What follows belongs to an exercise in optimizing a design on an open flow for small area, a short achievable clock period and few clock cycles per item; a production flow would make more cautious choices.
Function was checked by simulation only, so behaviour that the tests miss may differ from the original.

==> flow/design.v (outline; a module is shown in full before it is edited, if it fits) <==
// module pu24_alu: 218 lines
// module pu24_r4step: 26 lines
// module pu24_bmul: 1751 lines
// module pu24_add34: 184 lines
// module pu24_add72: 442 lines
module pu24_alu (
    input  wire        clk,
    input  wire        rst,
    input  wire        in_valid,
    output wire        in_ready,
    input  wire [1:0]  in_op,
    input  wire [31:0] in_a,
    input  wire [31:0] in_b,
    output reg         out_valid,
    output reg  [31:0] out_word,
    output reg  [3:0]  out_res,
    output reg         out_div0
);
  // ...
==> flow/flow/run.sh <==
#!/bin/bash
# Layout flow: the standard ORFS flow (standard.sh, with the standard
# synthesis unchanged), with repair_timing asked to leave extra setup slack
# (SETUP_SLACK_MARGIN from flow/margin.txt) so that the layout is timed for
# a shorter period than the design's clock. The SDC is not changed.
set -euo pipefail
MARGIN=$(cat flow/margin.txt)
sed "s|\"\${@:-finish}\"|SETUP_SLACK_MARGIN=$MARGIN \"\${@:-finish}\"|" standard.sh > standard_margin.sh
bash standard_margin.sh > standard.log 2>&1
==> flow/flow/margin.txt <==
14.5
==> flow/standard.sh <==
#!/bin/bash
# synth_recipe.tcl (not shown) runs the flow's synth.tcl, then flattens the netlist and writes it again
# the make line also repeats each setting of config.mk as NAME=value (left out here)
make -C /OpenROAD-flow-scripts/flow DESIGN_CONFIG=/design/flow/config.mk WORK_HOME=/design/flow/orfs CLKGATE_MAP_FILE= SYNTH_SCRIPT=/design/flow/synth_recipe.tcl "${@:-finish}"
==> flow/config.mk <==
export PLATFORM = sky130hd
export DESIGN_NAME = pu24_alu
export DESIGN_NICKNAME = pu24_alu
export VERILOG_FILES = /design/flow/design.v
export SDC_FILE = /design/flow/constraint.sdc
export NUM_CORES = 4
export LEC_CHECK = 0
export ABC_CLOCK_PERIOD_IN_PS = 5000
export CAP_MARGIN = 20
export CORE_MARGIN = 2
export CORE_UTILIZATION = 45
export CTS_BUF_LIST = sky130_fd_sc_hd__clkbuf_4 sky130_fd_sc_hd__clkbuf_8
export SLEW_MARGIN = 20
==> flow/constraint.sdc <==
create_clock -name core_clock -period 20.0 [get_ports {clk}]
set_input_delay 4.0000 -clock core_clock [delete_from_list [all_inputs] [get_ports {clk}]]
set_output_delay 4.0000 -clock core_clock [all_outputs]
set_load 0.01 [all_outputs]
==> report_table.html, run 1 <==
<table>
<tr><th>Metric</th><th>Value</th></tr>
<tr><th colspan="2">Critical path</th></tr>
<tr><td>Reg-to-reg setup timing slack</td><td>14590 ps</td></tr>
<tr><th colspan="2">Cells and area</th></tr>
<tr><td>Number of flip-flops and latches</td><td>403</td></tr>
<tr><td>Most used cells in the layout excluding fill and tap cells</td><td>788 x sky130_fd_sc_hd__inv_1, 717 x sky130_fd_sc_hd__xnor2_1, 574 x sky130_fd_sc_hd__fa_1</td></tr>
<tr><td>Fraction of final layout cells with drive strength greater than 1</td><td>0.0709</td></tr>
<tr><td>Area of all placed cells without fillers</td><td>55400 sq um</td></tr>
<tr><td>Layout buffering overhead excluding clock cells</td><td>0.0419</td></tr>
<tr><th colspan="2">Timing</th></tr>
<tr><td>Final setup margin</td><td>14570 ps</td></tr>
<tr><td>Unrepaired setup endpoints after global routing</td><td>yes</td></tr>
<tr><td>Final worst-path cycle share</td><td>0.272</td></tr>
<tr><td>Final hold violation count</td><td>0</td></tr>
<tr><th colspan="2">Clock network</th></tr>
<tr><td>TritonCTS clock tree</td><td>built</td></tr>
<tr><td>Number of sinks driven by the clock tree</td><td>403</td></tr>
<tr><td>Clock latency on the worst-skew pair</td><td>830 ps</td></tr>
<tr><th colspan="2">Status</th></tr>
<tr><td>Outcome</td><td>complete, no violations</td></tr>
<tr><th colspan="2">GRT</th></tr>
<tr><td>Aggregate global-route resource usage</td><td>0.311</td></tr>
<tr><td>Via count of the first global-routing pass</td><td>42200</td></tr>
<tr><th colspan="2">Place</th></tr>
<tr><td>Hpwl dp</td><td>131000 microns</td></tr>
<tr><td>Cell Area, Placed</td><td>52700 sq um</td></tr>
<tr><th colspan="2">Floorplan</th></tr>
<tr><td>Number of core rows</td><td>122</td></tr>
<tr><td>Area of the core</td><td>111000 sq um</td></tr>
<tr><th colspan="2">Flow run</th></tr>
<tr><td>Max Cap Viol</td><td>0</td></tr>
<tr><th colspan="2">Drt</th></tr>
<tr><td>Total Wirelength</td><td>182000 microns</td></tr>
<tr><td>Met2 layer wire length in the routed design</td><td>76900 microns</td></tr>
<tr><th colspan="2">Synthesis</th></tr>
<tr><td>Most common cell in the netlist</td><td>sky130_fd_sc_hd__inv_1</td></tr>
</table>
Testbench counts, summed over its fixed seeds: cycles 8,833, items 4,800.
==> run 2, diff against run 1 <==
==> flow/flow/margin.txt (replaced) <==
14.7
--- a/flow/config.mk
+++ b/flow/config.mk
@@ -9,5 +9,4 @@
 export CAP_MARGIN = 20
 export CORE_MARGIN = 2
 export CORE_UTILIZATION = 45
-export CTS_BUF_LIST = sky130_fd_sc_hd__clkbuf_4 sky130_fd_sc_hd__clkbuf_8
 export SLEW_MARGIN = 20
==> run 2 against run 1 <==
  * Core utilization increased by 0.44 points
  * Register-to-register slack improved by 20 ps
  * Hold slack got worse by 1.6 ps
  * Via count increased by 0.60%
  * Non-clock buffer count increased by 14
  * First-iteration DRC count decreased by 4.5%
==> report_table.html, run 2 <==
<table>
<tr><th>Metric</th><th>Value</th></tr>
<tr><th colspan="2">Drt</th></tr>
<tr><td>Via count</td><td>42400</td></tr>
<tr><td>Average wire per cell in the routed design</td><td>25.9 microns</td></tr>
<tr><td>Number of design rule violations left after detail routing</td><td>0</td></tr>
<tr><td>Total Wirelength</td><td>182000 microns (+0.42%)</td></tr>
<tr><td>Total iterations of the first detailed-routing run</td><td>8</td></tr>
<tr><td>Via-to-Cell Ratio</td><td>6.03</td></tr>
<tr><td>Final ANT Viol Nets</td><td>0</td></tr>
<tr><td>Violation count after the first detailed-routing iteration</td><td>4630</td></tr>
<tr><th colspan="2">GRT</th></tr>
<tr><td>Aggregate global-route resource usage</td><td>0.311 (about the same)</td></tr>
<tr><td>Global routing met2 resource utilization</td><td>0.464</td></tr>
<tr><td>Largest net degree at the start of global routing</td><td>84</td></tr>
<tr><td>Most used routing layer in global routing</td><td>met2</td></tr>
<tr><td>Global Route met3 Usage</td><td>0.0702</td></tr>
<tr><td>Initial antenna violation count</td><td>8</td></tr>
<tr><td>Overall overflow remaining after global route</td><td>0</td></tr>
<tr><td>GRT met1 Usage</td><td>0.431</td></tr>
<tr><td>Via count of the first global-routing pass</td><td>42300 (+0.16%)</td></tr>
<tr><td>Global-route wire length before repair</td><td>271000 microns</td></tr>
<tr><th colspan="2">Clock network</th></tr>
<tr><td>Number of buffers inserted during clock tree synthesis</td><td>52</td></tr>
<tr><td>Maximum buffer depth of the clock tree</td><td>3</td></tr>
<tr><td>H-tree Lvls</td><td>2</td></tr>
<tr><td>Number of sinks driven by the clock tree</td><td>403 (unchanged)</td></tr>
<tr><td>Clock latency on the worst-skew pair</td><td>690 ps (-140 ps)</td></tr>
<tr><td>Hold buffer count at CTS</td><td>0</td></tr>
<tr><td>Clock transition at path regs</td><td>60 ps</td></tr>
<tr><td>TritonCTS clock tree</td><td>built</td></tr>
<tr><td>Clk Tree Root Cell</td><td>sky130_fd_sc_hd__clkbuf_16</td></tr>
<tr><th colspan="2">Synthesis</th></tr>
<tr><td>Most used flip-flop cell after synthesis</td><td>sky130_fd_sc_hd__dfxtp_1</td></tr>
<tr><td>Avg Inst Size Synth</td><td>9.02 sq um</td></tr>
<tr><td>Proportion of synthesized chip area in sequential cells</td><td>0.181</td></tr>
<tr><td>Area share of the leading cell type in the synthesized netlist</td><td>0.228</td></tr>
<tr><td>Number of synthesized flops with an enable pin</td><td>108</td></tr>
<tr><td>Number of synthesized register bits</td><td>403</td></tr>
<tr><td>Number of different library cells in the post-synthesis netlist</td><td>85</td></tr>
<tr><td>Proportion of synthesized flip-flops having asynchronous set or reset</td><td>0</td></tr>
<tr><td>Most common cell in the netlist</td><td>sky130_fd_sc_hd__inv_1</td></tr>
<tr><td>Post-synth net total</td><td>6590</td></tr>
<tr><td>Top cells by area, synth</td><td>sky130_fd_sc_hd__fa_1 23%, sky130_fd_sc_hd__xnor2_1 12%, sky130_fd_sc_hd__dfxtp_1 12%</td></tr>
<tr><td>Cell area after synthesis</td><td>50500 sq um</td></tr>
<tr><td>Yosys warning total</td><td>1</td></tr>
<tr><td>Cell type contributing the most total cell area after synthesis</td><td>sky130_fd_sc_hd__fa_1</td></tr>
<tr><td>Gate Count Post-Synth</td><td>5598</td></tr>
<tr><td>Most numerous cell types in the synthesized netlist</td><td>793 x sky130_fd_sc_hd__inv_1, 717 x sky130_fd_sc_hd__xnor2_1, 574 x sky130_fd_sc_hd__fa_1, 516 x sky130_fd_sc_hd__a22oi_1, 349 x sky130_fd_sc_hd__ha_1</td></tr>
<tr><th colspan="2">Cells and area</th></tr>
<tr><td>Number of flip-flops under the largest register name</td><td>72</td></tr>
<tr><td>Area of all placed cells without fillers</td><td>55900 sq um (+0.89%)</td></tr>
<tr><td>Most used cells in the layout excluding fill and tap cells</td><td>786 x sky130_fd_sc_hd__inv_1, 717 x sky130_fd_sc_hd__xnor2_1, 573 x sky130_fd_sc_hd__fa_1</td></tr>
<tr><td>Most common cell after layout, fill and taps aside</td><td>sky130_fd_sc_hd__inv_1</td></tr>
<tr><td>Largest reg by FF count</td><td>acc</td></tr>
<tr><td>Number of cells in the finished layout apart from fillers</td><td>7032</td></tr>
<tr><td>Number of nets in the layout</td><td>6488</td></tr>
<tr><td>Fraction of final layout cells with drive strength greater than 1</td><td>0.0755 (+0.00459)</td></tr>
<tr><td>Util after Layout</td><td>0.503</td></tr>
<tr><td>Largest registers</td><td>acc x72, s1 x64, f_x x49</td></tr>
<tr><td>Relative area change from synthesis to final layout</td><td>10.6%</td></tr>
<tr><th colspan="2">Status</th></tr>
<tr><td>Outcome</td><td>complete, no violations</td></tr>
<tr><th colspan="2">Place</th></tr>
<tr><td>Final GP Congestion</td><td>0.955</td></tr>
<tr><td># placed instances</td><td>6882</td></tr>
<tr><td>Number of port buffers</td><td>107</td></tr>
<tr><td>Hpwl dp</td><td>132000 microns (+0.39%)</td></tr>
<tr><td>Cell Area, Placed</td><td>52700 sq um (about the same)</td></tr>
<tr><th colspan="2">Timing</th></tr>
<tr><td>Slew Limit Headroom</td><td>0.225</td></tr>
<tr><td>Setup tns final</td><td>0 ps</td></tr>
<tr><td>Skew final</td><td>38.1 ps</td></tr>
<tr><td>Final setup violation count</td><td>0</td></tr>
<tr><td>Max-slew violation count</td><td>0</td></tr>
<tr><td>Achievable clock frequency</td><td>0.185 GHz</td></tr>
<tr><td>Final worst-path cycle share</td><td>0.270 (-0.00210)</td></tr>
<tr><td>Final critical delay including setup and external delays</td><td>5390 ps</td></tr>
<tr><td>Final hold violation count</td><td>0 (unchanged)</td></tr>
<tr><td>Slew at the pin with the worst max-slew slack</td><td>1150 ps</td></tr>
<tr><td>Unrepaired setup endpoints after global routing</td><td>yes</td></tr>
<tr><td>Final Hold Slack</td><td>329 ps</td></tr>
<tr><th colspan="2">Flow run</th></tr>
<tr><td>Max Cap Viol</td><td>0 (unchanged)</td></tr>
<tr><th colspan="2">Floorplan</th></tr>
<tr><td>Top-level port count</td><td>108</td></tr>
<tr><td>Die X-Extent</td><td>339 microns</td></tr>
<tr><td>Die Ht</td><td>339 microns</td></tr>
<tr><td>Starting density of the core</td><td>0.455</td></tr>
<tr><td>Die ar.</td><td>115000 sq um</td></tr>
<tr><td>Number of core rows</td><td>122 (unchanged)</td></tr>
<tr><td>Area of the core</td><td>111000 sq um (unchanged)</td></tr>
<tr><th colspan="2">Critical path</th></tr>
<tr><td>Critical Path Source Type</td><td>flop</td></tr>
<tr><td>Endpoint arrival time on the critical path</td><td>5880 ps</td></tr>
<tr><td>Required arrival time at the worst endpoint</td><td>20490 ps</td></tr>
<tr><td>Setup Crit Path Kind</td><td>flop to flop</td></tr>
<tr><td>Crit path max fanout</td><td>15</td></tr>
<tr><td>Crit path capture type</td><td>flop</td></tr>
<tr><th colspan="2">Hold path</th></tr>
<tr><td>Worst hold path class</td><td>flop to flop</td></tr>
</table>
run 2: cell counts after synthesis:
No cell type changed its count.
run 2: layout make-up:
class | count | area [sq um]
fillers | 10500 | 55100
multi-input cells | 3985 | 37300
flip-flops and latches | 403 | 9210
inverters | 803 | 3100
repair buffers | 248 | 2460
well taps | 1488 | 1860
clock buffers | 65 | 1500
clock inverters | 33 | 428
repair inverters | 3 | 27.5
diodes | 4 | 10.0
run 2: metal layers:
metal,up-vias,share of wire
li1,18600,-
met1,21000,0.42
met2,2291,0.42
met3,503,0.10
met4,8,0.050
met5,-,0.00031
run 2: logic make-up (layout without fill, tap and decap cells):
logic type,count (synthesis),count (layout),share of synthesized area
AO/OA/AOI/OAI,1313,1313,0.178
buffers and inverters,1211,1152,0.0904
adder cells (fa/ha/maj),923,923,0.314
AND/OR/NAND/NOR,891,892,0.0856
XOR/XNOR,815,815,0.141
flip-flops,403,403,0.181
multiplexers,42,42,0.00890
other,0,4,0
run 2: repair_timing:
item / 4_1_cts / 5_1_grt
gates cloned: 2 / 9
endpoints found under the setup margin: 142 / 91
buffers inserted: 13 / 24
pin swaps: 7 / 41
endpoints found under the hold margin: 0 / 0
resized for setup: 158 / 130
run 2: final timing paths:
| path | start | to | slack (ps) | cells after the start |
|---|---|---|---|---|
| hold / removal | f_div0 | out_div0 | 330 | 0 |
| setup reg to reg | b_neg[3] | s1[28] | 14610 | 24 |
| hold reg to reg | f_div0 | out_div0 | 330 | 0 |
| setup / recovery | b_neg[3] | s1[28] | 14610 | 24 |
run 2: critical path: stages (launching register included):
cell and delay (ps):
sky130_fd_sc_hd__dfxtp_4 440, sky130_fd_sc_hd__clkinv_16 70, sky130_fd_sc_hd__ha_4 210, sky130_fd_sc_hd__or4_4 560
sky130_fd_sc_hd__nor2_4 130, sky130_fd_sc_hd__o31ai_2 70, sky130_fd_sc_hd__a311oi_1 310, sky130_fd_sc_hd__nor3_1 110
sky130_fd_sc_hd__nor3_1 190, sky130_fd_sc_hd__nor3_1 80, sky130_fd_sc_hd__o31ai_1 220, sky130_fd_sc_hd__a21boi_1 110
sky130_fd_sc_hd__ha_2 340, sky130_fd_sc_hd__inv_2 40, sky130_fd_sc_hd__ha_4 150, sky130_fd_sc_hd__a21o_1 190
sky130_fd_sc_hd__a221o_2 450, sky130_fd_sc_hd__and2_4 220, sky130_fd_sc_hd__buf_12 150, sky130_fd_sc_hd__o31ai_2 210
sky130_fd_sc_hd__o2bb2ai_1 180, sky130_fd_sc_hd__mux2_4 230, sky130_fd_sc_hd__o22ai_2 90, sky130_fd_sc_hd__a221oi_2 360
sky130_fd_sc_hd__a32oi_1 110
run 2: stage by stage:
step	setup slack (ps)
6_report	14610
5_1_grt	14420
4_1_cts	14660
3_5_place_dp	12870
3_3_place_gp	12900
2_1_floorplan	14710
==> run 3, diff against run 2 <==
==> flow/flow/margin.txt (replaced) <==
14.5
==> run 3 against run 2 <==
  * Still clean
  * Clock skew decreased by 1.6 ps
  * Critical path depth decreased by 11
  * Critical endpoint is now s1[31]
  * Cell area fell by 0.49%
  * Largest cell class unchanged
  * Die area is the same
==> report_table.html, run 3 <==
<table>
<tr><th>Metric</th><th>Value</th></tr>
<tr><th colspan="2">Status</th></tr>
<tr><td>Outcome</td><td>complete, no violations</td></tr>
<tr><th colspan="2">Drt</th></tr>
<tr><td>Total iterations of the first detailed-routing run</td><td>6 (-2)</td></tr>
<tr><td>Total Wirelength</td><td>182000 microns (-0.25%)</td></tr>
<tr><td>Average wire per cell in the routed design</td><td>25.9 microns (-0.25%)</td></tr>
<tr><td>Violation count after the first detailed-routing iteration</td><td>4885 (+5.5%)</td></tr>
<tr><td>Final ANT Viol Nets</td><td>0 (unchanged)</td></tr>
<tr><td>Number of design rule violations left after detail routing</td><td>0 (unchanged)</td></tr>
<tr><td>Via-to-Cell Ratio</td><td>6.00 (-0.50%)</td></tr>
<tr><td>Via count</td><td>42200 (-0.50%)</td></tr>
<tr><th colspan="2">Place</th></tr>
<tr><td>Final GP Congestion</td><td>0.938 (-1.7%)</td></tr>
<tr><td>Hpwl dp</td><td>131000 microns (-0.39%)</td></tr>
<tr><td>Number of port buffers</td><td>107 (unchanged)</td></tr>
<tr><th colspan="2">Synthesis</th></tr>
<tr><td>Compound-Gate Fraction of Synth Area</td><td>0.178 (unchanged)</td></tr>
<tr><td>Cell area after synthesis</td><td>50500 sq um (unchanged)</td></tr>
<tr><td>Xor and xnor fraction of the mapped netlist area</td><td>0.141 (unchanged)</td></tr>
<tr><td>Proportion of synthesized flip-flops having asynchronous set or reset</td><td>0 (unchanged)</td></tr>
<tr><td>Top cells by area, synth</td><td>sky130_fd_sc_hd__fa_1 23%, sky130_fd_sc_hd__xnor2_1 12%, sky130_fd_sc_hd__dfxtp_1 12%</td></tr>
<tr><td>Area share of the leading cell type in the synthesized netlist</td><td>0.228 (unchanged)</td></tr>
<tr><td>Arithmetic-cell share of the synthesized area counting full adders, half adders and majority gates</td><td>0.314 (unchanged)</td></tr>
<tr><td>Number of synthesized register bits</td><td>403 (unchanged)</td></tr>
<tr><td>Avg Inst Size Synth</td><td>9.02 sq um (unchanged)</td></tr>
<tr><td>Gate Count Post-Synth</td><td>5598 (unchanged)</td></tr>
<tr><td>Most used flip-flop cell after synthesis</td><td>sky130_fd_sc_hd__dfxtp_1</td></tr>
<tr><td>Proportion of synthesized chip area in sequential cells</td><td>0.181 (unchanged)</td></tr>
<tr><td>Post-synth net total</td><td>6590 (unchanged)</td></tr>
<tr><td>Cell type contributing the most total cell area after synthesis</td><td>sky130_fd_sc_hd__fa_1</td></tr>
<tr><td>Yosys warning total</td><td>1 (unchanged)</td></tr>
<tr><td>Share of cell area taken by muxes after synthesis</td><td>0.00890 (unchanged)</td></tr>
<tr><td>Largest family of logic cells by synthesized area</td><td>adder cells</td></tr>
<tr><td>Post-synthesis simple-gate area fraction</td><td>0.0856 (unchanged)</td></tr>
<tr><td>Most numerous cell types in the synthesized netlist</td><td>793 x sky130_fd_sc_hd__inv_1, 717 x sky130_fd_sc_hd__xnor2_1, 574 x sky130_fd_sc_hd__fa_1, 516 x sky130_fd_sc_hd__a22oi_1, 349 x sky130_fd_sc_hd__ha_1</td></tr>
<tr><td>Number of different library cells in the post-synthesis netlist</td><td>85 (unchanged)</td></tr>
<tr><td>Number of synthesized flops with an enable pin</td><td>108 (unchanged)</td></tr>
<tr><td>Most common cell in the netlist</td><td>sky130_fd_sc_hd__inv_1</td></tr>
<tr><th colspan="2">Floorplan</th></tr>
<tr><td>Die X-Extent</td><td>339 microns (unchanged)</td></tr>
<tr><td>Starting density of the core</td><td>0.455 (unchanged)</td></tr>
<tr><td>Number of core rows</td><td>122 (unchanged)</td></tr>
<tr><td>Area of the core</td><td>111000 sq um (unchanged)</td></tr>
<tr><td>Top-level port count</td><td>108 (unchanged)</td></tr>
<tr><td>Die Ht</td><td>339 microns (unchanged)</td></tr>
<tr><td>Die ar.</td><td>115000 sq um (unchanged)</td></tr>
<tr><th colspan="2">Timing</th></tr>
<tr><td>Skew final</td><td>36.5 ps (-1.62 ps)</td></tr>
<tr><td>Final worst-path cycle share</td><td>0.268 (-0.00131)</td></tr>
<tr><td>Final setup violation count</td><td>0 (unchanged)</td></tr>
<tr><td>Final critical delay including setup and external delays</td><td>5370 ps (-26.2 ps)</td></tr>
<tr><td>Slew Limit Headroom</td><td>0.255 (+0.0297)</td></tr>
<tr><td>Unrepaired setup endpoints after global routing</td><td>yes</td></tr>
<tr><td>Setup tns final</td><td>0 ps (unchanged)</td></tr>
<tr><td>Max-slew violation count</td><td>0 (unchanged)</td></tr>
<tr><td>Final hold violation count</td><td>0 (unchanged)</td></tr>
<tr><td>Slew at the pin with the worst max-slew slack</td><td>1110 ps (-44.1 ps)</td></tr>
<tr><td>Achievable clock frequency</td><td>0.186 GHz (+0.49%)</td></tr>
<tr><th colspan="2">Critical path</th></tr>
<tr><td>Slowest stage cell, crit path</td><td>sky130_fd_sc_hd__dfxtp_1</td></tr>
<tr><td>Critical Path Source Type</td><td>flop</td></tr>
<tr><td>Sequence of cells on the critical path</td><td>clkinv_1, buf_4, fa_1, inv_1, fa_1, fa_1, inv_1, fa_1, fa_1, inv_1, fa_1, a21boi_0, o22ai_1</td></tr>
<tr><td>Crit path capture type</td><td>flop</td></tr>
<tr><td>Endpoint arrival time on the critical path</td><td>5880 ps (about the same)</td></tr>
<tr><td>CP most frequent cell</td><td>sky130_fd_sc_hd__fa_1</td></tr>
<tr><td>Critical R2R Capture</td><td>s1[31]</td></tr>
<tr><td>Crit path from</td><td>b_neg[14]</td></tr>
<tr><td>Required arrival time at the worst endpoint</td><td>20520 ps (+30 ps)</td></tr>
<tr><td>Register-to-Register Path Depth</td><td>13 (-46%)</td></tr>
<tr><td>FF-to-FF Start</td><td>b_neg[14]</td></tr>
<tr><td>Reg-to-reg setup timing slack</td><td>14630 ps (+30 ps)</td></tr>
<tr><td>Setup Crit Path Kind</td><td>flop to flop</td></tr>
<tr><td>CP max stage delay</td><td>700 ps (+140 ps)</td></tr>
<tr><td>Crit path max fanout</td><td>30 (+15)</td></tr>
<tr><th colspan="2">Hold path</th></tr>
<tr><td>Worst hold path endpoint</td><td>out_div0</td></tr>
<tr><td>Hold-critical path depth</td><td>0 (unchanged)</td></tr>
<tr><td>Start point of the worst min-delay path</td><td>f_div0</td></tr>
<tr><td>Worst hold path class</td><td>flop to flop</td></tr>
<tr><th colspan="2">Cells and area</th></tr>
<tr><td>Largest registers</td><td>acc x72, s1 x64, f_x x49</td></tr>
<tr><td>Number of nets in the layout</td><td>6490 (+0.031%)</td></tr>
<tr><td>Most used cells in the layout excluding fill and tap cells</td><td>786 x sky130_fd_sc_hd__inv_1, 717 x sky130_fd_sc_hd__xnor2_1, 573 x sky130_fd_sc_hd__fa_1</td></tr>
<tr><td>Relative area change from synthesis to final layout</td><td>10.1%</td></tr>
<tr><td>Layout filler cell count</td><td>10500 (+0.66%)</td></tr>
<tr><td>Most common cell after layout, fill and taps aside</td><td>sky130_fd_sc_hd__inv_1</td></tr>
<tr><td>Number of flip-flops under the largest register name</td><td>72 (unchanged)</td></tr>
<tr><td>Largest reg by FF count</td><td>acc</td></tr>
<tr><td>Fraction of final layout cells with drive strength greater than 1</td><td>0.0682 (-0.00726)</td></tr>
<tr><th colspan="2">GRT</th></tr>
<tr><td>Via count of the first global-routing pass</td><td>41900 (-0.94%)</td></tr>
<tr><td>Initial antenna violation count</td><td>8 (unchanged)</td></tr>
<tr><td>Aggregate global-route resource usage</td><td>0.310 (-0.00125)</td></tr>
<tr><td>Largest net degree at the start of global routing</td><td>80 (-4.8%)</td></tr>
<tr><td>Overall overflow remaining after global route</td><td>0 (unchanged)</td></tr>
<tr><td>Global-route wire length before repair</td><td>270000 microns (-0.49%)</td></tr>
<tr><th colspan="2">Clock network</th></tr>
<tr><td>Number of buffers inserted during clock tree synthesis</td><td>53 (+1.9%)</td></tr>
<tr><td>Clock latency on the worst-skew pair</td><td>690 ps (about the same)</td></tr>
<tr><td>Number of sinks driven by the clock tree</td><td>403 (unchanged)</td></tr>
<tr><td>Clk Tree Root Cell</td><td>sky130_fd_sc_hd__clkbuf_16</td></tr>
<tr><td>Maximum buffer depth of the clock tree</td><td>3 (unchanged)</td></tr>
<tr><td>TritonCTS clock tree</td><td>built</td></tr>
<tr><td>Clock transition at path regs</td><td>60 ps (about the same)</td></tr>
<tr><td>H-tree Lvls</td><td>2 (unchanged)</td></tr>
<tr><th colspan="2">Flow run</th></tr>
<tr><td>Max Cap Viol</td><td>0 (unchanged)</td></tr>
</table>
-- run 3: changes by cell type in the layout (fill, tap and decap cells not counted), sizes merged --
cell	previous run	this run
clkinv	21	22
clkbuf	73	78
inv	803	807
dlygate4sd2	26	39
diode	4	1
bufinv	6	3
buf	136	132
clkinvlp	9	6
clkdlybuf4s15	10	0
-- run 3: cells by family (layout without fill, tap and decap cells) --
family | count (synthesis) | count (layout)
compound gates | 1313 | 1313
buf+inv | 1211 | 1155
fa+ha+maj | 923 | 923
simple gates | 891 | 892
xor+xnor | 815 | 815
flops | 403 | 403
mux | 42 | 42
other cells | 0 | 1
-- run 3: cell type report --
type / instances / area [sq um] / share of cell area
repair buffers: 251 / 2490 / 0.0448
flip-flops and latches: 403 / 9200 / 0.166
well taps: 1488 / 1860 / 0.0335
multi-input cells: 3985 / 37100 / 0.668
clock inverters: 34 / 355 / 0.00639
clock buffers: 66 / 1490 / 0.0268
inverters: 803 / 3060 / 0.0551
diodes: 1 / 2.50 / 0.0000450
repair inverters: 1 / 11.3 / 0.000203
-- run 3: through the flow --
step	utilization	hold WS [ps]	instance area, sq um	cells	setup WS, ps
2_1_floorplan	-	310	50500	5598	14590
3_3_place_gp	0.475	317	52700	6887	13060
3_5_place_dp	0.475	320	52700	6887	13040
4_1_cts	0.493	336	54700	6995	14460
5_1_grt	0.501	344	55600	7031	14420
6_report	0.501	330	55600	7032	14630
-- run 3: critical path, delay by kind of cell, from the launching register on --
kind / cells / cell delay [ps]
compound gates: 2 / 610
flops: 1 / 700
fa+ha+maj: 6 / 2950
buf+inv: 5 / 920
-- run 3: worst max-delay path by stage --
stage	slack, ps	end	cells after the start
2_1_floorplan	14590	s1[15]	27
3_3_place_gp	13060	s1[15]	24
3_5_place_dp	13040	s1[21]	24
4_1_cts	14460	s1[21]	22
5_1_grt	14420	s1[9]	26
6_report	14630	s1[31]	13
-- run 3: repair_timing --
item                                    in CTS  in global routing
endpoints found under the setup margin     104                 46
cloned                                       0                  8
hold buffers                                 0                  0
gates resized for setup                     99                113
buffers inserted                             8                 27
pin swaps                                    4                 21
-- run 3: layer usage --
metal,wire length [microns],up-vias,global-route usage
met1,78000,20800,0.434
met4,8760,6,0.127
met2,76100,2270,0.461
li1,-,18600,-
met3,19000,502,0.0680
met5,34,-,0
==> run 4, diff against run 3 <==
--- a/flow/config.mk
+++ b/flow/config.mk
@@ -8,5 +8,5 @@
 export ABC_CLOCK_PERIOD_IN_PS = 5000
 export CAP_MARGIN = 20
 export CORE_MARGIN = 2
-export CORE_UTILIZATION = 45
+export CORE_UTILIZATION = 55
 export SLEW_MARGIN = 20
==> run 4 against run 3 <==
  * Hold slack got worse by 4.3 ps
  * Synthesized cell count did not move
  * Clock-buffer cell count rose by 2
  * Global-route usage rose by 6.5 points
  * Core utilization rose by 10 points
  * Worst setup slack got worse by 38 ps
  * Area after synthesis did not move
  * Fmax fell by 0.70%
  * Clock skew rose by 16 ps
  * Critical endpoint is now s1[9]
==> report_table.html, run 4 <==
<table>
<tr><th>Metric</th><th>Value</th></tr>
<tr><th colspan="2">Synthesis</th></tr>
<tr><td>Most used flip-flop cell after synthesis</td><td>sky130_fd_sc_hd__dfxtp_1</td></tr>
<tr><td>Number of different library cells in the post-synthesis netlist</td><td>85 (unchanged)</td></tr>
<tr><td>Area share of the leading cell type in the synthesized netlist</td><td>0.228 (unchanged)</td></tr>
<tr><td>Cell area after synthesis</td><td>50500 sq um (unchanged)</td></tr>
<tr><td>Proportion of synthesized chip area in sequential cells</td><td>0.181 (unchanged)</td></tr>
<tr><td>Most numerous cell types in the synthesized netlist</td><td>793 x sky130_fd_sc_hd__inv_1, 717 x sky130_fd_sc_hd__xnor2_1, 574 x sky130_fd_sc_hd__fa_1, 516 x sky130_fd_sc_hd__a22oi_1, 349 x sky130_fd_sc_hd__ha_1</td></tr>
<tr><td>Top cells by area, synth</td><td>sky130_fd_sc_hd__fa_1 23%, sky130_fd_sc_hd__xnor2_1 12%, sky130_fd_sc_hd__dfxtp_1 12%</td></tr>
<tr><td>Post-synth net total</td><td>6590 (unchanged)</td></tr>
<tr><td>Gate Count Post-Synth</td><td>5598 (unchanged)</td></tr>
<tr><td>Most common cell in the netlist</td><td>sky130_fd_sc_hd__inv_1</td></tr>
<tr><td>Cell type contributing the most total cell area after synthesis</td><td>sky130_fd_sc_hd__fa_1</td></tr>
<tr><td>Number of synthesized flops with an enable pin</td><td>108 (unchanged)</td></tr>
<tr><td>Number of synthesized register bits</td><td>403 (unchanged)</td></tr>
<tr><td>Yosys warning total</td><td>1 (unchanged)</td></tr>
<tr><td>Avg Inst Size Synth</td><td>9.02 sq um (unchanged)</td></tr>
<tr><td>Proportion of synthesized flip-flops having asynchronous set or reset</td><td>0 (unchanged)</td></tr>
<tr><th colspan="2">Drt</th></tr>
<tr><td>Via count</td><td>42000 (-0.44%)</td></tr>
<tr><td>Topmost layer with routed signal wires</td><td>met5</td></tr>
<tr><td>Metal3 WL</td><td>19700 microns (+3.4%)</td></tr>
<tr><td>Routed length on met1</td><td>75000 microns (-3.9%)</td></tr>
<tr><td>Met2 layer wire length in the routed design</td><td>76000 microns (-0.13%)</td></tr>
<tr><td>Total Wirelength</td><td>179000 microns (-1.5%)</td></tr>
<tr><td>Number of design rule violations left after detail routing</td><td>0 (unchanged)</td></tr>
<tr><td>Violation count after the first detailed-routing iteration</td><td>4926 (+0.84%)</td></tr>
<tr><td>Total iterations of the first detailed-routing run</td><td>6 (unchanged)</td></tr>
<tr><td>Via-to-Cell Ratio</td><td>6.25 (+4.1%)</td></tr>
<tr><td>Final ANT Viol Nets</td><td>0 (unchanged)</td></tr>
<tr><td>Average wire per cell in the routed design</td><td>26.7 microns (+3.0%)</td></tr>
<tr><th colspan="2">Timing</th></tr>
<tr><td>Slew at the pin with the worst max-slew slack</td><td>1150 ps (+42.4 ps)</td></tr>
<tr><td>Achievable clock frequency</td><td>0.185 GHz (-0.70%)</td></tr>
<tr><td>Final critical delay including setup and external delays</td><td>5400 ps (+37.9 ps)</td></tr>
<tr><td>Setup tns final</td><td>0 ps (unchanged)</td></tr>
<tr><td>Final worst-path cycle share</td><td>0.270 (+0.00189)</td></tr>
<tr><td>Unrepaired setup endpoints after global routing</td><td>yes</td></tr>
<tr><td>Final hold violation count</td><td>0 (unchanged)</td></tr>
<tr><td>Final setup violation count</td><td>0 (unchanged)</td></tr>
<tr><td>Slew Limit Headroom</td><td>0.231 (-0.0233)</td></tr>
<tr><td>Skew final</td><td>52.6 ps (+16.1 ps)</td></tr>
<tr><td>Max-slew violation count</td><td>0 (unchanged)</td></tr>
<tr><th colspan="2">Floorplan</th></tr>
<tr><td>Starting density of the core</td><td>0.553 (+0.0984)</td></tr>
<tr><td>Die X-Extent</td><td>307 microns (-9.4%)</td></tr>
<tr><td>Number of core rows</td><td>111 (-9.0%)</td></tr>
<tr><td>Die Ht</td><td>307 microns (-9.4%)</td></tr>
<tr><td>Top-level port count</td><td>108 (unchanged)</td></tr>
<tr><td>Die ar.</td><td>94200 sq um (-18%)</td></tr>
<tr><td>Area of the core</td><td>91200 sq um (-18%)</td></tr>
<tr><th colspan="2">Clock network</th></tr>
<tr><td>H-tree Lvls</td><td>2 (unchanged)</td></tr>
<tr><td>TritonCTS clock tree</td><td>built</td></tr>
<tr><td>Number of sinks driven by the clock tree</td><td>403 (unchanged)</td></tr>
<tr><td>Number of buffers inserted during clock tree synthesis</td><td>51 (-3.8%)</td></tr>
<tr><td>Clk Tree Root Cell</td><td>sky130_fd_sc_hd__clkbuf_16</td></tr>
<tr><td>Clock latency on the worst-skew pair</td><td>700 ps (about the same)</td></tr>
<tr><td>Maximum buffer depth of the clock tree</td><td>3 (unchanged)</td></tr>
<tr><td>Clock transition at path regs</td><td>60 ps (about the same)</td></tr>
<tr><th colspan="2">Hold path</th></tr>
<tr><td>Worst hold path endpoint</td><td>out_div0</td></tr>
<tr><td>Worst hold path class</td><td>flop to flop</td></tr>
<tr><td>Hold-critical path depth</td><td>0 (unchanged)</td></tr>
<tr><td>Start point of the worst min-delay path</td><td>f_div0</td></tr>
<tr><th colspan="2">Cells and area</th></tr>
<tr><td>Layout filler cell count</td><td>8196 (-22%)</td></tr>
<tr><td>Sequential cell area</td><td>9190 sq um (-0.11%)</td></tr>
<tr><td>Area of the multi-input gates</td><td>37300 sq um (+0.50%)</td></tr>
<tr><td>Relative area change from synthesis to final layout</td><td>9.16%</td></tr>
<tr><td>Number of flip-flops under the largest register name</td><td>72 (unchanged)</td></tr>
<tr><td>Largest registers</td><td>acc x72, s1 x64, f_x x49</td></tr>
<tr><td>Fraction of final layout cells with drive strength greater than 1</td><td>0.0720 (+0.00384)</td></tr>
<tr><td>Most used cells in the layout excluding fill and tap cells</td><td>789 x sky130_fd_sc_hd__inv_1, 717 x sky130_fd_sc_hd__xnor2_1, 574 x sky130_fd_sc_hd__fa_1</td></tr>
<tr><td>Most common cell after layout, fill and taps aside</td><td>sky130_fd_sc_hd__inv_1</td></tr>
<tr><td>Number of nets in the layout</td><td>6490 (unchanged)</td></tr>
<tr><td>Largest reg by FF count</td><td>acc</td></tr>
<tr><th colspan="2">GRT</th></tr>
<tr><td>Overall overflow remaining after global route</td><td>0 (unchanged)</td></tr>
<tr><td>Initial antenna violation count</td><td>5 (-3)</td></tr>
<tr><td>Global-route wire length before repair</td><td>265000 microns (-1.9%)</td></tr>
<tr><td>Largest net degree at the start of global routing</td><td>73 (-8.8%)</td></tr>
<tr><td>Aggregate global-route resource usage</td><td>0.375 (+0.0650)</td></tr>
<tr><td>Via count of the first global-routing pass</td><td>41600 (-0.64%)</td></tr>
<tr><th colspan="2">Critical path</th></tr>
<tr><td>FF-to-FF Start</td><td>b_neg[10]</td></tr>
<tr><td>Required arrival time at the worst endpoint</td><td>20600 ps (+80 ps)</td></tr>
<tr><td>Register-to-Register Path Depth</td><td>21 (+8)</td></tr>
<tr><td>Slowest stage cell, crit path</td><td>sky130_fd_sc_hd__or4_1</td></tr>
<tr><td>Setup Crit Path Kind</td><td>flop to flop</td></tr>
<tr><td>Crit path capture type</td><td>flop</td></tr>
<tr><td>Sequence of cells on the critical path</td><td>inv_4, ha_1, or4_1, nand2b_1, nor2b_2, a221oi_1, ha_1, inv_1, ha_1, a21o_1, a221o_2, and2_4, buf_12, a22oi_2, o21ai_4, buf_6, a21oi_4, a21oi_4, o311ai_2, nor2_1, a31oi_1</td></tr>
<tr><td>CP max stage delay</td><td>550 ps (-150 ps)</td></tr>
<tr><td>Reg-to-reg setup timing slack</td><td>14600 ps (-40 ps)</td></tr>
<tr><td>Endpoint arrival time on the critical path</td><td>6000 ps (+120 ps)</td></tr>
<tr><td>Critical Path Source Type</td><td>flop</td></tr>
<tr><td>Critical R2R Capture</td><td>s1[9]</td></tr>
<tr><td>Crit path max fanout</td><td>27 (-10%)</td></tr>
<tr><td>CP most frequent cell</td><td>sky130_fd_sc_hd__ha_1</td></tr>
<tr><th colspan="2">Place</th></tr>
<tr><td>Number of port buffers</td><td>107 (unchanged)</td></tr>
<tr><td>Hpwl dp</td><td>128000 microns (-2.1%)</td></tr>
<tr><td>Final GP Congestion</td><td>0.960 (+2.3%)</td></tr>
<tr><th colspan="2">Flow run</th></tr>
<tr><td>Max Cap Viol</td><td>0 (unchanged)</td></tr>
<tr><th colspan="2">Status</th></tr>
<tr><td>Outcome</td><td>complete, no violations</td></tr>
</table>
run 4: cell count changes in the layout (fill, tap and decap cells not counted), moves of 7 or more:
cell | previous run | this run
sky130_fd_sc_hd__buf_4 | 98 | 112
sky130_fd_sc_hd__a21oi_1 | 210 | 199
sky130_fd_sc_hd__a21oi_2 | 2 | 11
sky130_fd_sc_hd__clkbuf_16 | 63 | 56
sky130_fd_sc_hd__mux2_4 | 1 | 8
sky130_fd_sc_hd__mux2_2 | 12 | 5
sky130_fd_sc_hd__mux2i_1 | 26 | 19
run 4: timing repair:
action,CTS,global route
pin swaps,5,33
hold buffers,0,0
setup buffers,7,29
endpoints found under the setup margin,115,53
gates resized for setup,102,122
gates cloned,0,8
run 4: worst max-delay path, delay by kind of cell (launching register included):
kind            cells  cell delay, ps
compound gates      9            1720
fa+ha+maj           3             990
buf+inv             4             820
flops               1             430
simple gates        5            1360
run 4: per-stage QoR:
stage / utilization / instance area (sq um) / setup slack (ps) / hold WS [ps] / cells
4_1_cts: 0.594 / 54200 / 14500 / 325 / 6688
3_5_place_dp: 0.574 / 52300 / 12910 / 319 / 6587
5_1_grt: 0.604 / 55100 / 14410 / 324 / 6725
3_3_place_gp: 0.574 / 52300 / 12920 / 314 / 6587
6_report: 0.604 / 55100 / 14600 / 325 / 6726
2_1_floorplan: - / 50500 / 14590 / 310 / 5598
run 4: layout make-up:
type,instances,area share
multi-input combinational,3986,0.677
sequential,403,0.167
inverter,803,0.0553
timing repair buffer,252,0.0428
tap,1186,0.0269
clock buffer,68,0.0262
clock inverter,26,0.00493
timing repair inverter,1,0.000204
antenna,1,0.0000454
run 4: cell families after synthesis:
group                      Yosys count  share of synthesized area
xor gates and xnor gates           815                      0.141
and+or+nand+nor                    891                     0.0856
adders and majority gates          923                      0.314
DFF                                403                      0.181
muxes                               42                    0.00890
buffers and inverters             1211                     0.0904
AOI/OAI and AO/OA                 1313                      0.178
run 4: routing by layer:
| layer | GRT usage | up-vias |
|---|---|---|
| met2 | 0.560 | 2386 |
| met3 | 0.0826 | 508 |
| li1 | - | 18600 |
| met1 | 0.525 | 20500 |
| met5 | 0.00103 | - |
| met4 | 0.154 | 8 |
run 4: worst max path at each step:
| stage | from | end | slack [ps] | depth (start not counted) |
|---|---|---|---|---|
| 2_1_floorplan | b_neg[5] | s1[15] | 14590 | 27 |
| 3_3_place_gp | b_neg[4] | s1[9] | 12920 | 26 |
| 3_5_place_dp | b_neg[10] | s1[9] | 12910 | 20 |
| 4_1_cts | b_neg[4] | s1[28] | 14500 | 25 |
| 5_1_grt | b_neg[6] | s1[9] | 14410 | 29 |
| 6_report | b_neg[10] | s1[9] | 14600 | 21 |
==> module pu24_alu, before the edit <==
module pu24_alu (
    input  wire        clk,
    input  wire        rst,
    input  wire        in_valid,
    output wire        in_ready,
    input  wire [1:0]  in_op,
    input  wire [31:0] in_a,
    input  wire [31:0] in_b,
    output reg         out_valid,
    output reg  [31:0] out_word,
    output reg  [3:0]  out_res,
    output reg         out_div0
);
    localparam OP_MUL  = 2'd0;
    localparam OP_MACS = 2'd1;
    localparam OP_MACA = 2'd2;
    localparam OP_DIV  = 2'd3;
    localparam [31:0] MAXW = 32'h7FFF_FFFF;
    localparam [31:0] MINW = 32'h8000_0001;
    function [5:0] lzc32;
        input [31:0] v;
        reg [15:0] v1; reg [15:0] c1;
        reg [7:0]  v2; reg [15:0] c2;
        reg [3:0]  v3; reg [11:0] c3;
        reg [1:0]  v4; reg [7:0]  c4;
        integer i;
        begin
            for (i = 0; i < 16; i = i + 1) begin
                v1[i] = v[2*i+1] | v[2*i];
                c1[i] = ~v[2*i+1];
            end
            for (i = 0; i < 8; i = i + 1) begin
                v2[i] = v1[2*i+1] | v1[2*i];
                c2[2*i+:2] = v1[2*i+1] ? {1'b0, c1[2*i+1]} : {1'b1, c1[2*i]};
            end
            for (i = 0; i < 4; i = i + 1) begin
                v3[i] = v2[2*i+1] | v2[2*i];
                c3[3*i+:3] = v2[2*i+1] ? {1'b0, c2[4*i+2+:2]} : {1'b1, c2[4*i+:2]};
            end
            for (i = 0; i < 2; i = i + 1) begin
                v4[i] = v3[2*i+1] | v3[2*i];
                c4[4*i+:4] = v3[2*i+1] ? {1'b0, c3[6*i+3+:3]} : {1'b1, c3[6*i+:3]};
            end
            lzc32 = (v4[1] | v4[0]) ? (v4[1] ? {2'b00, c4[7:4]} : {2'b01, c4[3:0]}) : 6'd32;
        end
    endfunction
    reg        rdy;
    reg        v0;
    reg [1:0]  op0;
    reg [31:0] a0;
    reg [31:0] b0;
    reg [15:0] b_one;     
    reg [15:0] b_two;
    reg [15:0] b_neg;
    assign in_ready = rdy;
    wire accept = in_valid & rdy;
    wire [32:0] in_bx = {in_b, 1'b0};
    reg  [15:0] in_one, in_two, in_neg;
    integer k;
    always @* begin
        for (k = 0; k < 16; k = k + 1) begin
            in_one[k] = in_bx[2*k+1] ^ in_bx[2*k];
            in_two[k] = (in_bx[2*k+2] & ~in_bx[2*k+1] & ~in_bx[2*k]) |
                        (~in_bx[2*k+2] & in_bx[2*k+1] & in_bx[2*k]);
            in_neg[k] = in_bx[2*k+2];
        end
    end
    wire [71:0] ms, mc;
    pu24_bmul u_mul (.a(a0), .one(b_one), .two(b_two), .neg(b_neg), .s(ms), .c(mc));
    reg        v1;
    reg [1:0]  op1;
    reg        maca1;     
    reg [71:0] s1;
    reg [71:0] c1;
    reg  [71:0] acc;
    reg         acc_z;       
    wire [71:0] acc_sel = (maca1 && !acc_z) ? acc : 72'd0;
    wire [71:0] cs_s = acc_sel ^ s1 ^ c1;
    wire [71:0] cs_c = (acc_sel & s1) | (acc_sel & c1) | (s1 & c1);
    wire [71:0] x;
    wire        x_co;
    pu24_add72 u_x (.a(cs_s), .b({cs_c[70:0], 1'b0}), .cin(1'b0), .s(x), .cout(x_co));
    wire [22:0] zt = cs_s[22:0] ^ {cs_c[21:0], 1'b0};
    wire [22:0] zk = {cs_s[21:0] | {cs_c[20:0], 1'b0}, 1'b0};
    wire        x_st = |(zt ^ zk);
    reg        f_v;
    reg [71:23] f_x;
    reg        f_st;
    reg        f_div0;
    reg        d_run;
    reg [3:0]  d_cnt;
    reg        d_neg;
    wire [31:0] d_r = s1[31:0];       
    wire [31:0] d_q = s1[63:32];      
    wire [31:0] d_b = c1[31:0];       
    reg        d_early;   
    reg        d_bz;
    reg        d_sg;      
    reg        d_zr;      
    wire        d_start = v0 & (op0 == OP_DIV);
    wire [31:0] a_mag = a0[31] ? (~a0 + 32'd1) : a0;
    wire [31:0] b_mag = b0[31] ? (~b0 + 32'd1) : b0;
    wire        s_bz  = (b0 == 32'd0);
    wire        s_az  = (a0 == 32'd0);
    wire        s_ovf = ({7'd0, a_mag[31:7]} >= b_mag);
    wire [5:0]  s_ra  = lzc32({a0[31:1] ^ a0[30:0], 1'b1});
    wire [5:0]  s_rb  = lzc32({b0[31:1] ^ b0[30:0], 1'b1});
    wire [6:0]  s_m   = {1'b0, s_ra} + {6'd0, ~a0[31]} + 7'd5 - {1'b0, s_rb};
    wire        s_q0  = ~s_m[6] & (s_m[5:0] >= 6'd32);    
    wire [3:0]  s_j   = s_m[6] ? 4'd0 : s_m[4:1];
    wire [63:0] s_w   = {7'd0, a_mag, 25'd0} << {s_j, 1'b0};
    wire        s_early = s_bz | s_ovf | s_q0;
    wire [33:0] st2;
    pu24_r4step u_st1 (.r(d_r), .nb(d_q[31:30]), .b(d_b), .qr(st2));
    wire [31:0] qn  = {d_q[29:0], st2[33:32]};
    wire        f_s    = f_x[71];
    wire        f_hov  = f_s ? ~(&f_x[70:55]) : (|f_x[70:55]);
    wire        f_c    = f_x[23] & (~f_s | f_st);
    wire [31:0] f_h    = f_x[55:24];
    wire        h_max  = (f_h == 32'h7FFF_FFFF);
    wire        h_min  = (f_h == 32'h8000_0000);
    wire        h_ones = (f_h == 32'hFFFF_FFFF);
    wire        sat    = f_hov | (~f_s & h_max & f_c) | (f_s & h_min & ~f_c);
    wire [31:0] w      = f_h + {31'd0, f_c};
    function [7:0] csa15;        
        input [3:0] p, q, r;
        reg   [3:0] m;
        begin
            m = (p & q) | (p & r) | (q & r);
            csa15 = {m[2:0], m[3], p ^ q ^ r};
        end
    endfunction
    wire [7:0] r1a = csa15(f_h[3:0],   f_h[7:4],   f_h[11:8]);
    wire [7:0] r1b = csa15(f_h[15:12], f_h[19:16], f_h[23:20]);
    wire [7:0] r1c = csa15(f_h[27:24], f_h[31:28], {3'd0, f_c});
    wire [7:0] r2a = csa15(r1a[3:0], r1a[7:4], r1b[3:0]);
    wire [7:0] r2b = csa15(r1b[7:4], r1c[3:0], r1c[7:4]);
    wire [7:0] r3a = csa15(r2a[3:0], r2a[7:4], r2b[3:0]);
    wire [7:0] r4a = csa15(r3a[3:0], r3a[7:4], r2b[7:4]);
    wire [4:0] rs  = r4a[3:0] + r4a[7:4];
    wire [3:0] rf  = rs[3:0] + {3'd0, rs[4]};      
    wire [3:0] wm  = ((h_ones & f_c) || rf == 4'd15) ? 4'd0 : rf;
    always @(posedge clk) begin
        if (rst) begin
            rdy       <= 1'b1;
            v0        <= 1'b0;
            v1        <= 1'b0;
            f_v       <= 1'b0;
            out_valid <= 1'b0;
            acc_z     <= 1'b1;
            d_run     <= 1'b0;
            d_early   <= 1'b0;
        end else begin
            v0 <= accept;
            if (accept && in_op == OP_DIV)
                rdy <= 1'b0;
            else if ((d_start && (s_early || s_j >= 4'd14)) || (d_run && d_cnt == 4'd13))
                rdy <= 1'b1;
            v1 <= v0 & (op0 != OP_DIV);
            if (v1 && op1 != OP_MUL)
                acc_z <= 1'b0;
            d_early <= d_start & s_early;
            if (d_start && !s_early)
                d_run <= 1'b1;
            else if (d_run && d_cnt == 4'd15)
                d_run <= 1'b0;
            f_v <= v1 | d_early | (d_run && d_cnt == 4'd15);
            out_valid <= f_v;
        end
        op0 <= in_op;
        a0  <= in_a;
        b0  <= in_b;
        b_one <= in_one;
        b_two <= in_two;
        b_neg <= in_neg;
        op1 <= op0;
        maca1 <= (op0 == OP_MACA);
        s1[71:64] <= ms[71:64];
        c1[71:32] <= mc[71:32];
        if (d_start) begin
            s1[63:0]  <= {s_w[31:0], s_w[63:32]};
            c1[31:0]  <= b_mag;
        end else if (v0) begin
            s1[63:0]  <= ms[63:0];
            c1[31:0]  <= mc[31:0];
        end else begin
            s1[63:0]  <= {qn, st2[31:0]};
        end
        if (v1 && op1 != OP_MUL)
            acc <= x;
        if (d_start) begin
            d_neg <= a0[31] ^ b0[31];
            d_bz  <= s_bz;
            d_sg  <= s_bz ? a0[31] : (s_ovf & (a0[31] ^ b0[31]));
            d_zr  <= s_bz ? s_az : s_q0;
        end
        if (d_start)
            d_cnt <= s_j;
        else
            d_cnt <= d_cnt + 4'd1;
        if (d_early) begin
            f_x    <= {d_sg, {16{~d_sg & ~d_zr}}, 32'd0};
            f_st   <= 1'b0;
            f_div0 <= d_bz;
        end else if (d_run) begin
            f_x    <= {{17{d_neg}}, qn[31:1] ^ {31{d_neg}}, qn[0] ^ d_neg};
            f_st   <= d_neg;
            f_div0 <= 1'b0;
        end else begin
            f_x    <= x[71:23];
            f_st   <= x_st;
            f_div0 <= 1'b0;
        end
        out_word <= sat ? (f_s ? MINW : MAXW) : w;
        out_res  <= sat ? (f_s ? 4'd9 : 4'd7) : wm;
        out_div0 <= f_div0;
    end
endmodule
==> run 5, diff against run 4 <==
--- a/flow/design.v
+++ b/flow/design.v
@@ -52,6 +52,8 @@
     reg [15:0] b_one;     
     reg [15:0] b_two;
     reg [15:0] b_neg;
+    reg [5:0]  a_rs;      
+    reg [5:0]  b_rs;      
     assign in_ready = rdy;
     wire accept = in_valid & rdy;
     wire [32:0] in_bx = {in_b, 1'b0};
@@ -103,9 +105,7 @@
     wire        s_bz  = (b0 == 32'd0);
     wire        s_az  = (a0 == 32'd0);
     wire        s_ovf = ({7'd0, a_mag[31:7]} >= b_mag);
-    wire [5:0]  s_ra  = lzc32({a0[31:1] ^ a0[30:0], 1'b1});
-    wire [5:0]  s_rb  = lzc32({b0[31:1] ^ b0[30:0], 1'b1});
-    wire [6:0]  s_m   = {1'b0, s_ra} + {6'd0, ~a0[31]} + 7'd5 - {1'b0, s_rb};
+    wire [6:0]  s_m   = {1'b0, a_rs} + {6'd0, ~a0[31]} + 7'd5 - {1'b0, b_rs};
     wire        s_q0  = ~s_m[6] & (s_m[5:0] >= 6'd32);    
     wire [3:0]  s_j   = s_m[6] ? 4'd0 : s_m[4:1];
     wire [63:0] s_w   = {7'd0, a_mag, 25'd0} << {s_j, 1'b0};
@@ -173,6 +173,8 @@
         b_one <= in_one;
         b_two <= in_two;
         b_neg <= in_neg;
+        a_rs  <= lzc32({in_a[31:1] ^ in_a[30:0], 1'b1});
+        b_rs  <= lzc32({in_b[31:1] ^ in_b[30:0], 1'b1});
         op1 <= op0;
         maca1 <= (op0 == OP_MACA);
         s1[71:64] <= ms[71:64];
--- a/flow/config.mk
+++ b/flow/config.mk
@@ -8,5 +8,5 @@
 export ABC_CLOCK_PERIOD_IN_PS = 5000
 export CAP_MARGIN = 20
 export CORE_MARGIN = 2
-export CORE_UTILIZATION = 55
+export CORE_UTILIZATION = 45
 export SLEW_MARGIN = 20
==> run 5 against run 4 <==
  * Sequential share of layout area up 0.37 points
  * Final cell count grew 4.6%
  * Clock-buffer cell count is 2 higher
  * Wire length fell by 2.7%
  * Core utilization shrank 11 points
  * First-iteration DRC count down 13%
  * Global-route usage down 7.7 points
  * Synthesized cell count up 0.91%
  * Cell area decreased by 0.11%
==> report_table.html, run 5 <==
<table>
<tr><th>Metric</th><th>Value</th></tr>
<tr><th colspan="2">Status</th></tr>
<tr><td>Outcome</td><td>complete, no violations</td></tr>
<tr><th colspan="2">Clock network</th></tr>
<tr><td>Clk Tree Root Cell</td><td>sky130_fd_sc_hd__clkbuf_16</td></tr>
<tr><td>TritonCTS clock tree</td><td>built</td></tr>
<tr><td>Clock latency on the worst-skew pair</td><td>660 ps (-40 ps)</td></tr>
<tr><td>Number of sinks driven by the clock tree</td><td>413 (+2.5%)</td></tr>
<tr><td>Number of buffers inserted during clock tree synthesis</td><td>49 (-3.9%)</td></tr>
<tr><td>H-tree Lvls</td><td>2 (unchanged)</td></tr>
<tr><td>Clock transition at path regs</td><td>60 ps (about the same)</td></tr>
<tr><td>Maximum buffer depth of the clock tree</td><td>3 (unchanged)</td></tr>
<tr><th colspan="2">Floorplan</th></tr>
<tr><td>Starting density of the core</td><td>0.453 (-0.100)</td></tr>
<tr><td>Die Ht</td><td>340 microns (+11%)</td></tr>
<tr><td>Area of the core</td><td>112000 sq um (+23%)</td></tr>
<tr><td>Die ar.</td><td>116000 sq um (+23%)</td></tr>
<tr><td>Number of core rows</td><td>123 (+11%)</td></tr>
<tr><td>Top-level port count</td><td>108 (unchanged)</td></tr>
<tr><td>Die X-Extent</td><td>340 microns (+11%)</td></tr>
<tr><th colspan="2">GRT</th></tr>
<tr><td>Initial antenna violation count</td><td>4 (-1)</td></tr>
<tr><td>Global Route met3 Usage</td><td>0.0720 (-0.0106)</td></tr>
<tr><td>GRT met1 Usage</td><td>0.411 (-0.115)</td></tr>
<tr><td>Via count of the first global-routing pass</td><td>42400 (+1.9%)</td></tr>
<tr><td>Largest net degree at the start of global routing</td><td>95 (+30%)</td></tr>
<tr><td>Aggregate global-route resource usage</td><td>0.298 (-0.0768)</td></tr>
<tr><td>Most used routing layer in global routing</td><td>met2</td></tr>
<tr><td>Global-route wire length before repair</td><td>263000 microns (-0.67%)</td></tr>
<tr><td>Overall overflow remaining after global route</td><td>0 (unchanged)</td></tr>
<tr><td>Global routing met2 resource utilization</td><td>0.450 (-0.111)</td></tr>
<tr><th colspan="2">Critical path</th></tr>
<tr><td>Endpoint arrival time on the critical path</td><td>5900 ps (-100 ps)</td></tr>
<tr><td>Crit path capture type</td><td>flop</td></tr>
<tr><td>Required arrival time at the worst endpoint</td><td>20510 ps (-90 ps)</td></tr>
<tr><td>Critical Path Source Type</td><td>input port</td></tr>
<tr><td>Crit path max fanout</td><td>5 (-81%)</td></tr>
<tr><td>Setup Crit Path Kind</td><td>input port to flop</td></tr>
<tr><th colspan="2">Cells and area</th></tr>
<tr><td>Fraction of final layout cells with drive strength greater than 1</td><td>0.0567 (-0.0153)</td></tr>
<tr><td>Most used cells in the layout excluding fill and tap cells</td><td>792 x sky130_fd_sc_hd__inv_1, 572 x sky130_fd_sc_hd__fa_1, 517 x sky130_fd_sc_hd__a22oi_1</td></tr>
<tr><td>Number of nets in the layout</td><td>6464 (-0.40%)</td></tr>
<tr><td>Largest reg by FF count</td><td>acc</td></tr>
<tr><td>Number of flip-flops under the largest register name</td><td>72 (unchanged)</td></tr>
<tr><td>Relative area change from synthesis to final layout</td><td>8.21%</td></tr>
<tr><td>Most common cell after layout, fill and taps aside</td><td>sky130_fd_sc_hd__inv_1</td></tr>
<tr><td>Layout filler cell count</td><td>10800 (+31%)</td></tr>
<tr><td>Largest registers</td><td>acc x72, s1 x64, f_x x49</td></tr>
<tr><td>Number of cells in the finished layout apart from fillers</td><td>7038 (+4.6%)</td></tr>
<tr><th colspan="2">Drt</th></tr>
<tr><td>Total Wirelength</td><td>174000 microns (-2.7%)</td></tr>
<tr><td>Violation count after the first detailed-routing iteration</td><td>4282 (-13%)</td></tr>
<tr><td>Average wire per cell in the routed design</td><td>24.8 microns (-7.0%)</td></tr>
<tr><td>Via-to-Cell Ratio</td><td>5.99 (-4.1%)</td></tr>
<tr><td>Total iterations of the first detailed-routing run</td><td>7 (+1)</td></tr>
<tr><td>Final ANT Viol Nets</td><td>0 (unchanged)</td></tr>
<tr><td>Via count</td><td>42200 (+0.38%)</td></tr>
<tr><td>Number of design rule violations left after detail routing</td><td>0 (unchanged)</td></tr>
<tr><th colspan="2">Hold path</th></tr>
<tr><td>Worst hold path class</td><td>flop to flop</td></tr>
<tr><th colspan="2">Synthesis</th></tr>
<tr><td>Most common cell in the netlist</td><td>sky130_fd_sc_hd__inv_1</td></tr>
<tr><td>Xor and xnor fraction of the mapped netlist area</td><td>0.141 (-0.000207)</td></tr>
<tr><td>Cell type contributing the most total cell area after synthesis</td><td>sky130_fd_sc_hd__fa_1</td></tr>
<tr><td>Area share of the leading cell type in the synthesized netlist</td><td>0.225 (-0.00251)</td></tr>
<tr><td>Most used flip-flop cell after synthesis</td><td>sky130_fd_sc_hd__dfxtp_1</td></tr>
<tr><td>Share of cell area taken by muxes after synthesis</td><td>0.00917 (+0.000277)</td></tr>
<tr><td>Number of synthesized flops with an enable pin</td><td>108 (unchanged)</td></tr>
<tr><td>Proportion of synthesized flip-flops having asynchronous set or reset</td><td>0 (unchanged)</td></tr>
<tr><td>Cell area after synthesis</td><td>50900 sq um (+0.76%)</td></tr>
<tr><td>Post-synthesis simple-gate area fraction</td><td>0.0816 (-0.00397)</td></tr>
<tr><td>Arithmetic-cell share of the synthesized area counting full adders, half adders and majority gates</td><td>0.305 (-0.00931)</td></tr>
<tr><td>Number of synthesized register bits</td><td>413 (+2.5%)</td></tr>
<tr><td>Largest family of logic cells by synthesized area</td><td>adder cells</td></tr>
<tr><td>Avg Inst Size Synth</td><td>9.00 sq um (-0.15%)</td></tr>
<tr><td>Post-synth net total</td><td>6614 (+0.36%)</td></tr>
<tr><td>Number of different library cells in the post-synthesis netlist</td><td>82 (-3.5%)</td></tr>
<tr><td>Yosys warning total</td><td>1 (unchanged)</td></tr>
<tr><td>Top cells by area, synth</td><td>sky130_fd_sc_hd__fa_1 23%, sky130_fd_sc_hd__dfxtp_1 12%, sky130_fd_sc_hd__xnor2_1 8.5%</td></tr>
<tr><td>Gate Count Post-Synth</td><td>5649 (+0.91%)</td></tr>
<tr><td>Proportion of synthesized chip area in sequential cells</td><td>0.184 (+0.00257)</td></tr>
<tr><td>Compound-Gate Fraction of Synth Area</td><td>0.189 (+0.0108)</td></tr>
<tr><td>Most numerous cell types in the synthesized netlist</td><td>792 x sky130_fd_sc_hd__inv_1, 572 x sky130_fd_sc_hd__fa_1, 517 x sky130_fd_sc_hd__a22oi_1, 492 x sky130_fd_sc_hd__xnor2_1, 328 x sky130_fd_sc_hd__xor2_1</td></tr>
<tr><th colspan="2">Timing</th></tr>
<tr><td>Skew final</td><td>38.3 ps (-14.3 ps)</td></tr>
<tr><td>Slew at the pin with the worst max-slew slack</td><td>1110 ps (-38.6 ps)</td></tr>
<tr><td>Setup tns final</td><td>0 ps (unchanged)</td></tr>
<tr><td>Final critical delay including setup and external delays</td><td>5380 ps (-21.6 ps)</td></tr>
<tr><td>Achievable clock frequency</td><td>0.186 GHz (+0.40%)</td></tr>
<tr><td>Max-slew violation count</td><td>0 (unchanged)</td></tr>
<tr><td>Unrepaired setup endpoints after global routing</td><td>yes</td></tr>
<tr><td>Final hold violation count</td><td>0 (unchanged)</td></tr>
<tr><td>Final worst-path cycle share</td><td>0.269 (-0.00108)</td></tr>
<tr><td>Final setup violation count</td><td>0 (unchanged)</td></tr>
<tr><td>Slew Limit Headroom</td><td>0.260 (+0.0286)</td></tr>
<tr><th colspan="2">Place</th></tr>
<tr><td>Final GP Congestion</td><td>0.931 (-3.0%)</td></tr>
<tr><td>Number of port buffers</td><td>107 (unchanged)</td></tr>
<tr><td>Hpwl dp</td><td>122000 microns (-4.9%)</td></tr>
<tr><td># placed instances</td><td>6945 (+5.4%)</td></tr>
<tr><th colspan="2">Flow run</th></tr>
<tr><td>Max Cap Viol</td><td>0 (unchanged)</td></tr>
</table>
[run 5: changes by cell type in the layout (fill, tap and decap cells not counted), sizes merged, moves of 25 or more]
| cell | before | now |
|---|---|---|
| nor2 | 216 | 185 |
| a21oi | 212 | 166 |
| o21ai | 208 | 234 |
| buf | 141 | 108 |
| xnor2 | 717 | 492 |
| ha | 349 | 324 |
| xor2 | 98 | 328 |
| a21o | 55 | 82 |
[run 5: through the flow]
stage	hold slack (ps)	area [sq um]	utilization	setup slack (ps)
floorplan	310	50900	-	14560
global placement	321	53100	0.473	13620
detailed placement	324	53100	0.473	13630
CTS	337	54900	0.489	14450
global route	343	55000	0.490	14410
finish	332	55000	0.490	14620
[run 5: cells by family after synthesis]
kind of cell | Yosys count
AOI/OAI and AO/OA | 1391
buffers and inverters | 1216
adders and majority gates | 896
and+or+nand+nor | 869
xor gates and xnor gates | 820
DFF | 413
muxes | 44
[run 5: path summary, 6_finish.rpt]
check	end	cells after the start	slack, ps	from
worst max-delay path	a_rs[0]	8	14620	in_a[8]
worst min-delay path	out_div0	0	330	f_div0
worst max register to register	s1[23]	20	14680	a0[31]
worst min register to register	out_div0	0	330	f_div0
[run 5: what timing repair did]
action                     in CTS  in global routing
pin swaps                       1                  8
buffers inserted                1                  1
gates resized for setup        55                 40
cloned                          0                  1
setup endpoints to repair      88                 53
hold buffers                    0                  0
[run 5: area by class of cell]
type,instances,area [sq um],share of cell area
Clock buffer,70,1510,0.0275
Sequential cell,413,9390,0.171
Timing Repair Buffer,215,1870,0.0340
Clock inverter,19,234,0.00425
Tap cell,1500,1880,0.0341
Multi-Input combinational cell,4021,37200,0.675
Antenna cell,1,2.50,0.0000455
Inverter,799,3000,0.0545
[run 5: critical path, cell delays in order]
cell and delay, ps:
sky130_fd_sc_hd__clkdlybuf4s50_1 500, sky130_fd_sc_hd__or3_4 430, sky130_fd_sc_hd__o32ai_4 250, sky130_fd_sc_hd__o311ai_0 170, sky130_fd_sc_hd__a21oi_1 180, sky130_fd_sc_hd__o21ai_0 140, sky130_fd_sc_hd__a21oi_1 160, sky130_fd_sc_hd__a21oi_1 60
[run 5: per-layer routing]
| layer | wire length, microns | vias to the layer above |
|---|---|---|
| li1 | - | 18700 |
| met1 | 72700 | 20600 |
| met2 | 74300 | 2436 |
| met3 | 19700 | 489 |
| met4 | 7760 | 4 |
| met5 | 27 | - |
Testbench counts of run 5, summed over its fixed seeds: cycles 8,833, items 4,800.

## port drivers added, routing unchanged
Ports are ideal in the flow. The routed layouts listed here were re-timed in OpenROAD. Step 1: set_driving_cell puts a clkbuf_16 on clk and a buf_2 on each other input, an assumption about the parent block. Step 2 adds t to the input delays and takes it off the output delays; t is the mean of the earliest and latest rising clock arrival at the registers after step 1. Input paths then give back, and output paths get back, about the clock's delay inside the block. Three values: no drivers, after step 1, after step 2; two values: the first two.
run	shift t [ns]	slack for setup (ns)	latest minus earliest clock arrival (ns)	slew at the worst register clock pin (ns)
run 1	0.848	14.566 / 14.498 / 14.497	0.096 / 0.096	0.08 / 0.08
run 2	0.741	14.608 / 14.608 / 14.452	0.038 / 0.038	0.08 / 0.08
run 3	0.745	14.635 / 14.577 / 14.515	0.039 / 0.038	0.08 / 0.08
run 4	0.745	14.597 / 14.593 / 14.362	0.053 / 0.054	0.07 / 0.07
run 5	0.722	14.618 / 14.618 / 13.948	0.040 / 0.039	0.07 / 0.07
After both steps setup and hold are still met in every run listed. The setup slack of run 5, which loses most, moves by 0.000 ns with the drivers and by -0.670 ns with both steps.
